Source: an optimization exercise on an open RTL-to-GDS flow (aim: small area, a short achievable clock period and few clock cycles per item). Production flows keep margins and buffers that such runs may drop. RTL that was checked went through simulation tests only; none was proved equivalent to the original. Power is estimated from default activity; no workload was simulated.

==> flow/design.v <==
module rs80_dec (
    input  wire        clk,
    input  wire        rst,           
    input  wire        in_valid,
    output wire        in_ready,
    input  wire [15:0] in_data,
    output wire        out_valid,
    input  wire        out_ready,
    output wire [15:0] out_data,
    output wire        out_last,
    output wire [1:0]  out_status,    
    output wire [6:0]  out_pos        
);
    localparam integer D  = 88;       
    localparam integer DL = 2;        
    localparam [6:0]   DM1 = D - 1;
    localparam [7:0]   DM1W = D - 1;
    localparam [1:0] STATUS_OK  = 2'd0,
                     STATUS_COR = 2'd1,
                     STATUS_UNC = 2'd2;
    function [15:0] gf_mul;
        input [15:0] a;
        input [15:0] b;
        reg   [15:0] p;
        reg   [15:0] x;
        integer      n;
        begin
            p = 16'd0;
            x = a;
            for (n = 0; n < 16; n = n + 1) begin
                if (b[n])
                    p = p ^ x;
                x = {x[14:0], 1'b0} ^ (x[15] ? 16'h100B : 16'h0000);
            end
            gf_mul = p;
        end
    endfunction
    function [15:0] gf_sq;
        input [15:0] a;
        reg   [15:0] p;
        reg   [15:0] x;
        integer      n;
        begin
            p = 16'd0;
            x = 16'h0001;
            for (n = 0; n < 16; n = n + 1) begin
                if (a[n])
                    p = p ^ x;
                x = {x[14:0], 1'b0} ^ (x[15] ? 16'h100B : 16'h0000);
                x = {x[14:0], 1'b0} ^ (x[15] ? 16'h100B : 16'h0000);
            end
            gf_sq = p;
        end
    endfunction
    localparam [15:0] A1 = 16'h0002;
    localparam [15:0] A2 = 16'h0004;
    localparam [15:0] A3 = 16'h0008;
    localparam [15:0] A4 = 16'h0010;
    localparam [15:0] A5 = 16'h0020;
    localparam [15:0] AM16 = 16'h922B;    
    integer i;
    reg  [15:0] d_r;
    reg         v_r;
    reg         in_rdy;
    wire        fire = in_valid & in_rdy;
    assign in_ready = in_rdy;
    always @(posedge clk)
        d_r <= in_data;
    reg  [15:0] drum [0:D-1];
    wire [15:0] tap = drum[D-1-DL];
    always @(posedge clk) begin
        drum[0] <= v_r ? d_r : drum[D-1];
        for (i = 1; i < D; i = i + 1)
            drum[i] <= drum[i-1];
    end
    reg  [6:0]  wd;         
    reg  [6:0]  rdd;        
    reg  [6:0]  cnt;        
    reg  [6:0]  in_cnt;     
    reg  [6:0]  acc_cnt;    
    reg  [6:0]  beat;       
    reg  [2:0]  du_st;      
    reg  [15:0] cur_e;      
    reg         fx;
    reg  [15:0] o_data;
    reg         o_last;
    reg  [1:0]  o_st;
    reg  [6:0]  o_pos;
    reg         o_v;
    assign out_valid  = o_v;
    assign out_data   = o_data;
    assign out_last   = o_last;
    assign out_status = o_st;
    assign out_pos    = o_pos;
    wire b0 = (beat == 7'd0);
    wire du_done = (du_st == 3'd7);
    wire tap_ok = (rdd == DL) && (cnt != 7'd0) && (!b0 || du_done);
    wire rd = tap_ok && (!o_v || out_ready);
    wire last_beat = (beat == 7'd79);
    reg  [15:0] s0, s1, s2, s3, s4, s5;
    wire        first = (acc_cnt == 7'd0);
    wire [15:0] s0n = first ? d_r : (s0 ^ d_r);
    wire [15:0] s1n = first ? d_r : (gf_mul(s1, A1) ^ d_r);
    wire [15:0] s2n = first ? d_r : (gf_mul(s2, A2) ^ d_r);
    wire [15:0] s3n = first ? d_r : (gf_mul(s3, A3) ^ d_r);
    wire [15:0] s4n = first ? d_r : (gf_mul(s4, A4) ^ d_r);
    wire [15:0] s5n = first ? d_r : (gf_mul(s5, A5) ^ d_r);
    wire        snap = v_r && (acc_cnt == 7'd79);
    always @(posedge clk) begin
        if (v_r) begin
            s0 <= s0n; s1 <= s1n; s2 <= s2n;
            s3 <= s3n; s4 <= s4n; s5 <= s5n;
        end
    end
    reg  [15:0] t0, t1, t2, t3, t4, t5;    
    reg  [15:0] e;                         
    reg  [15:0] g;                         
    reg  [15:0] prod;
    reg         found;
    reg  [6:0]  m;                         
    reg         hk_ok;
    reg         allz;
    reg         enz;                       
    reg  [15:0] hit;
    reg  [15:0] hit_r;
    reg  [3:0]  hk;
    integer     j;
    always @(*) begin
        for (j = 0; j < 16; j = j + 1)
            hit[j] = (g == gf_mul(e, 16'h0001 << j));
        hk = 4'd0;
        for (j = 0; j < 16; j = j + 1)
            if (hit_r[j])
                hk = hk | (4'd15 - j[3:0]);
    end
    wire       any_hit = |hit_r;
    wire [2:0] ka      = 3'd6 - du_st;           
    wire [1:0] res_st  = allz ? STATUS_OK :
                         (enz && found && hk_ok) ? STATUS_COR : STATUS_UNC;
    wire [6:0] res_pos = (res_st == STATUS_COR) ? m : 7'd0;
    always @(posedge clk) begin
        if (snap) begin
            t0 <= s0n; t1 <= s1n; t2 <= s2n;
            t3 <= s3n; t4 <= s4n; t5 <= s5n;
            e  <= s0n;
            g  <= s1n;
        end else begin
            t0 <= t1; t1 <= t2; t2 <= t3; t3 <= t4; t4 <= t5;
            g  <= gf_mul(g, AM16);
        end
        hit_r <= hit;
        prod  <= gf_mul(t0, t2);
        if (snap) begin
            found <= 1'b0;
            m     <= 7'd0;
            hk_ok <= 1'b1;
        end
        if (du_st == 3'd1) begin
            allz  <= ~|{t0, t1, t2, t3, t4, t5};
            enz   <= |t0;
        end
        if (du_st >= 3'd2 && du_st <= 3'd6) begin
            found <= found | any_hit;
            m     <= m | {ka & {3{any_hit}}, hk};
        end
        if (du_st >= 3'd2 && du_st <= 3'd5)
            hk_ok <= hk_ok & (prod == gf_sq(t0));
    end
    wire       idle     = (cnt == 7'd0) && !v_r;      
    wire [6:0] cv       = cnt + {6'd0, v_r};
    wire [6:0] cvm      = cv - 7'd1;
    wire [6:0] cnt_n    = rd ? cvm : cv;
    wire [6:0] wd_dec   = (wd  == 7'd0) ? DM1 : (wd  - 7'd1);
    wire [6:0] rdd_dec  = (rdd == 7'd0) ? DM1 : (rdd - 7'd1);
    wire [6:0] wd_adv   = v_r ? wd : wd_dec;
    wire       realign  = idle && !fire;
    wire [6:0] wd_n     = realign ? 7'd1 : wd_adv;
    wire [6:0] rdd_n    = realign ? 7'd1 : (rd ? rdd : rdd_dec);
    wire [6:0] in_cnt_n = fire ? ((in_cnt == 7'd79) ? 7'd0 : in_cnt + 7'd1) : in_cnt;
    wire       du_busy  = (du_st != 3'd0) && (du_st != 3'd7);
    wire [2:0] du_st_n  = snap ? 3'd1 :
                          du_busy ? du_st + 3'd1 :
                          (rd && b0) ? 3'd0 : du_st;
    wire       du_idle0 = !snap && (du_st == 3'd0);
    wire       du_idle1 = !snap && ((du_st == 3'd0) || (du_done && b0));
    wire       du_idle_n = rd ? du_idle1 : du_idle0;
    wire       cv_le2   = (cv <= DM1 - 7'd1);
    wire       cv_le1   = (cv <= DM1);
    wire       rdy1 = (wd_adv == 7'd0) &&
                      (rd ? cv_le1 : cv_le2) &&
                      ((in_cnt != 7'd78) || du_idle_n);
    wire       rdy0 = (idle || (wd_adv == 7'd1)) &&
                      (rd || cv_le1) &&
                      ((in_cnt != 7'd79) || du_idle_n);
    always @(posedge clk) begin
        if (rst) begin
            in_rdy  <= 1'b1;
            v_r     <= 1'b0;
            wd      <= 7'd1;
            rdd     <= 7'd1;
            cnt     <= 7'd0;
            in_cnt  <= 7'd0;
            acc_cnt <= 7'd0;
            beat    <= 7'd0;
            du_st   <= 3'd0;
            o_v     <= 1'b0;
        end else begin
            v_r     <= fire;
            in_rdy  <= fire ? rdy1 : rdy0;
            wd      <= wd_n;
            rdd     <= rdd_n;
            cnt     <= cnt_n;
            in_cnt  <= in_cnt_n;
            if (v_r)
                acc_cnt <= (acc_cnt == 7'd79) ? 7'd0 : acc_cnt + 7'd1;
            du_st   <= du_st_n;
            if (rd) begin
                beat <= last_beat ? 7'd0 : beat + 7'd1;
                o_v  <= 1'b1;
            end else if (out_ready) begin
                o_v  <= 1'b0;
            end
        end
    end
    wire [1:0]  st_use = b0 ? res_st : o_st;
    wire        fixhit = b0 ? (res_st == STATUS_COR && m == 7'd0) : fx;
    wire [15:0] e_use  = b0 ? e : cur_e;
    always @(posedge clk) begin
        if (rd) begin
            o_data <= (st_use == STATUS_UNC) ? 16'd0 : (tap ^ (fixhit ? e_use : 16'd0));
            o_last <= last_beat;
            fx <= b0 ? (res_st == STATUS_COR && m == 7'd1) : (beat + 7'd1 == o_pos);
            if (b0) begin
                o_st  <= res_st;
                o_pos <= res_pos;
                cur_e <= e;
            end
        end
    end
endmodule
Settings: LEC_CHECK=0, CAP_MARGIN=20, CORE_MARGIN=2, CORE_UTILIZATION=40, SETUP_SLACK_MARGIN=2.6, SLEW_MARGIN=20; clock period 5.0 ns.
run.sh (not shown) runs the stock make flow with config.mk's settings and CLKGATE_MAP_FILE= SYNTH_SCRIPT=/design/flow/synth_recipe.tcl, a recipe that flattens the netlist after the stock synthesis.
Testbench counts at the start, summed over its fixed seeds: cycles 16,064, items 192.
==> next run, changes <==
--- a/flow/design.v
+++ b/flow/design.v
@@ -11,7 +11,7 @@
     output wire [1:0]  out_status,    
     output wire [6:0]  out_pos        
 );
-    localparam integer D  = 88;       
+    localparam integer D  = 87;       
     localparam integer DL = 2;        
     localparam [6:0]   DM1 = D - 1;
     localparam [7:0]   DM1W = D - 1;
@@ -81,7 +81,6 @@
     reg  [6:0]  beat;       
     reg  [2:0]  du_st;      
     reg  [15:0] cur_e;      
-    reg         fx;
     reg  [15:0] o_data;
     reg         o_last;
     reg  [1:0]  o_st;
@@ -93,7 +92,7 @@
     assign out_status = o_st;
     assign out_pos    = o_pos;
     wire b0 = (beat == 7'd0);
-    wire du_done = (du_st == 3'd7);
+    wire du_done = (du_st == 3'd6);
     wire tap_ok = (rdd == DL) && (cnt != 7'd0) && (!b0 || du_done);
     wire rd = tap_ok && (!o_v || out_ready);
     wire last_beat = (beat == 7'd79);
@@ -120,23 +119,21 @@
     reg  [6:0]  m;                         
     reg         hk_ok;
     reg         allz;
-    reg         enz;                       
     reg  [15:0] hit;
-    reg  [15:0] hit_r;
     reg  [3:0]  hk;
     integer     j;
     always @(*) begin
-        for (j = 0; j < 16; j = j + 1)
+        hk = 4'd0;
+        for (j = 0; j < 16; j = j + 1) begin
             hit[j] = (g == gf_mul(e, 16'h0001 << j));
-        hk = 4'd0;
-        for (j = 0; j < 16; j = j + 1)
-            if (hit_r[j])
+            if (hit[j])
                 hk = hk | (4'd15 - j[3:0]);
-    end
-    wire       any_hit = |hit_r;
-    wire [2:0] ka      = 3'd6 - du_st;           
+        end
+    end
+    wire       any_hit = |hit;
+    wire [2:0] ka      = 3'd5 - du_st;           
     wire [1:0] res_st  = allz ? STATUS_OK :
-                         (enz && found && hk_ok) ? STATUS_COR : STATUS_UNC;
+                         ((e != 16'd0) && found && hk_ok) ? STATUS_COR : STATUS_UNC;
     wire [6:0] res_pos = (res_st == STATUS_COR) ? m : 7'd0;
     always @(posedge clk) begin
         if (snap) begin
@@ -148,23 +145,17 @@
             t0 <= t1; t1 <= t2; t2 <= t3; t3 <= t4; t4 <= t5;
             g  <= gf_mul(g, AM16);
         end
-        hit_r <= hit;
-        prod  <= gf_mul(t0, t2);
-        if (snap) begin
-            found <= 1'b0;
-            m     <= 7'd0;
-            hk_ok <= 1'b1;
-        end
+        prod <= gf_mul(t0, t2);
         if (du_st == 3'd1) begin
             allz  <= ~|{t0, t1, t2, t3, t4, t5};
-            enz   <= |t0;
-        end
-        if (du_st >= 3'd2 && du_st <= 3'd6) begin
+            found <= any_hit;
+            m     <= {ka & {3{any_hit}}, hk};
+            hk_ok <= 1'b1;
+        end else if (du_busy) begin
             found <= found | any_hit;
             m     <= m | {ka & {3{any_hit}}, hk};
-        end
-        if (du_st >= 3'd2 && du_st <= 3'd5)
             hk_ok <= hk_ok & (prod == gf_sq(t0));
+        end
     end
     wire       idle     = (cnt == 7'd0) && !v_r;      
     wire [6:0] cv       = cnt + {6'd0, v_r};
@@ -177,7 +168,7 @@
     wire [6:0] wd_n     = realign ? 7'd1 : wd_adv;
     wire [6:0] rdd_n    = realign ? 7'd1 : (rd ? rdd : rdd_dec);
     wire [6:0] in_cnt_n = fire ? ((in_cnt == 7'd79) ? 7'd0 : in_cnt + 7'd1) : in_cnt;
-    wire       du_busy  = (du_st != 3'd0) && (du_st != 3'd7);
+    wire       du_busy  = (du_st != 3'd0) && (du_st != 3'd6);
     wire [2:0] du_st_n  = snap ? 3'd1 :
                           du_busy ? du_st + 3'd1 :
                           (rd && b0) ? 3'd0 : du_st;
@@ -223,13 +214,12 @@
         end
     end
     wire [1:0]  st_use = b0 ? res_st : o_st;
-    wire        fixhit = b0 ? (res_st == STATUS_COR && m == 7'd0) : fx;
+    wire        fixhit = b0 ? (res_st == STATUS_COR && m == 7'd0) : (beat == o_pos);
     wire [15:0] e_use  = b0 ? e : cur_e;
     always @(posedge clk) begin
         if (rd) begin
             o_data <= (st_use == STATUS_UNC) ? 16'd0 : (tap ^ (fixhit ? e_use : 16'd0));
             o_last <= last_beat;
-            fx <= b0 ? (res_st == STATUS_COR && m == 7'd1) : (beat + 7'd1 == o_pos);
             if (b0) begin
                 o_st  <= res_st;
                 o_pos <= res_pos;
What happened:
- power came out higher by about 3%
- routed wire length came out higher by 6.0%
- synthesized area came out lower by 0.86%
- combinational power came out higher by 26%
- clock power hardly moves
- critical path depth came out higher by 1
- via count came out higher by 1.6%
- hold slack gains 12 ps
- design area came out higher by 0.38%
No functional check of the RTL was part of the second run of this note.

========
Starts from the design.v that is shown in full above.
clock: 5.0 ns
lec_check: 0
cap_margin: 20
core_margin: 2
core_utilization: 60
cts_cluster_diameter: 100
cts_cluster_size: 30
setup_slack_margin: 2.6
slew_margin: 20
Testbench counts at the start, summed over its fixed seeds: cycles 16,064, items 192.
Change:
--- a/flow/design.v
+++ b/flow/design.v
@@ -48,10 +48,55 @@
                     p = p ^ x;
                 x = {x[14:0], 1'b0} ^ (x[15] ? 16'h100B : 16'h0000);
                 x = {x[14:0], 1'b0} ^ (x[15] ? 16'h100B : 16'h0000);
             end
             gf_sq = p;
+        end
+    endfunction
+    function automatic [6:0] clmul4;
+        input [3:0] a;
+        input [3:0] b;
+        integer n;
+        begin
+            clmul4 = 7'd0;
+            for (n = 0; n < 4; n = n + 1)
+                if (b[n])
+                    clmul4 = clmul4 ^ ({3'd0, a} << n);
+        end
+    endfunction
+    function automatic [14:0] clmul8;
+        input [7:0] a;
+        input [7:0] b;
+        reg   [6:0] z0, z1, z2;
+        begin
+            z0 = clmul4(a[3:0], b[3:0]);
+            z2 = clmul4(a[7:4], b[7:4]);
+            z1 = clmul4(a[3:0] ^ a[7:4], b[3:0] ^ b[7:4]) ^ z0 ^ z2;
+            clmul8 = {8'd0, z0} ^ ({8'd0, z1} << 4) ^ ({8'd0, z2} << 8);
+        end
+    endfunction
+    function automatic [30:0] clmul16;
+        input [15:0] a;
+        input [15:0] b;
+        reg   [14:0] z0, z1, z2;
+        begin
+            z0 = clmul8(a[7:0], b[7:0]);
+            z2 = clmul8(a[15:8], b[15:8]);
+            z1 = clmul8(a[7:0] ^ a[15:8], b[7:0] ^ b[15:8]) ^ z0 ^ z2;
+            clmul16 = {16'd0, z0} ^ ({16'd0, z1} << 8) ^ ({16'd0, z2} << 16);
+        end
+    endfunction
+    function [15:0] gf_red;
+        input [30:0] p;
+        reg   [30:0] q;
+        integer n;
+        begin
+            q = p;
+            for (n = 30; n >= 16; n = n - 1)
+                if (q[n])
+                    q = q ^ (31'h1100B << (n - 16));
+            gf_red = q[15:0];
         end
     endfunction
     localparam [15:0] A1 = 16'h0002;
     localparam [15:0] A2 = 16'h0004;
     localparam [15:0] A3 = 16'h0008;
@@ -139,19 +184,20 @@
                          (enz && found && hk_ok) ? STATUS_COR : STATUS_UNC;
     wire [6:0] res_pos = (res_st == STATUS_COR) ? m : 7'd0;
     always @(posedge clk) begin
         if (snap) begin
             t0 <= s0n; t1 <= s1n; t2 <= s2n;
-            t3 <= s3n; t4 <= s4n; t5 <= s5n;
+            t3 <= s3n; t4 <= s4n;
             e  <= s0n;
             g  <= s1n;
         end else begin
             t0 <= t1; t1 <= t2; t2 <= t3; t3 <= t4; t4 <= t5;
             g  <= gf_mul(g, AM16);
         end
+        t5    <= s5n;                  
         hit_r <= hit;
-        prod  <= gf_mul(t0, t2);
+        prod  <= gf_red(clmul16(t0, t2));
         if (snap) begin
             found <= 1'b0;
             m     <= 7'd0;
             hk_ok <= 1'b1;
         end
Outcome: First-iteration DRC count fell by 9.5%. Final area is lower by 0.49%. Synthesized cell count goes down by 5.3%. Wire length decreases by 2.1%. Utilization rises by 1.3 points. Clock skew went up by 0.0038 ns. Area after synthesis went down by 2.8%. Count of clock-buffer cells in the layout is lower by 2. Global-route usage went up by 0.31 points. Setup slack loses 0.25 ns.
No functional check of the RTL was part of the second run of this note.

separate check: timing with driven ports:
The flow's constraints put no driver on any port. The routed layouts listed below were extracted and timed again, unchanged, in two steps.
Step 1 assumes that a clkbuf_16 drives the clock port and a buf_2 every other input.
Step 2 moves the port delays by t, midway between the first and last clock arrival at a register: inputs arrive t later, outputs are due t later. That takes back most of the time a late clock gives input paths.
a / b / c = ideal ports / drivers / drivers and shift; a / b = the first two.
run	shift t [ns]	slack for setup (ns)	hold slack, ns	worst setup path after step 2	latest minus earliest clock arrival (ns)
the first run of note 1	0.827	2.402 / 2.401 / 1.944	0.296 / 0.296 / 0.296	input to register	0.046 / 0.047
the second run of note 1	0.831	1.766 / 1.766 / 1.766	0.308 / 0.308 / 0.308	register to register	0.043 / 0.043
the first run of note 2	0.724	2.437 / 2.437 / 1.917	0.322 / 0.322 / 0.322	input to register	0.038 / 0.038
the second run of note 2	0.719	2.187 / 2.187 / 1.974	0.314 / 0.314 / 0.314	input to register	0.043 / 0.042
After both steps every run listed still meets setup and hold. The setup slack of the first run of note 2, which loses most, moves by 0.000 ns with the drivers and by -0.520 ns with both steps.
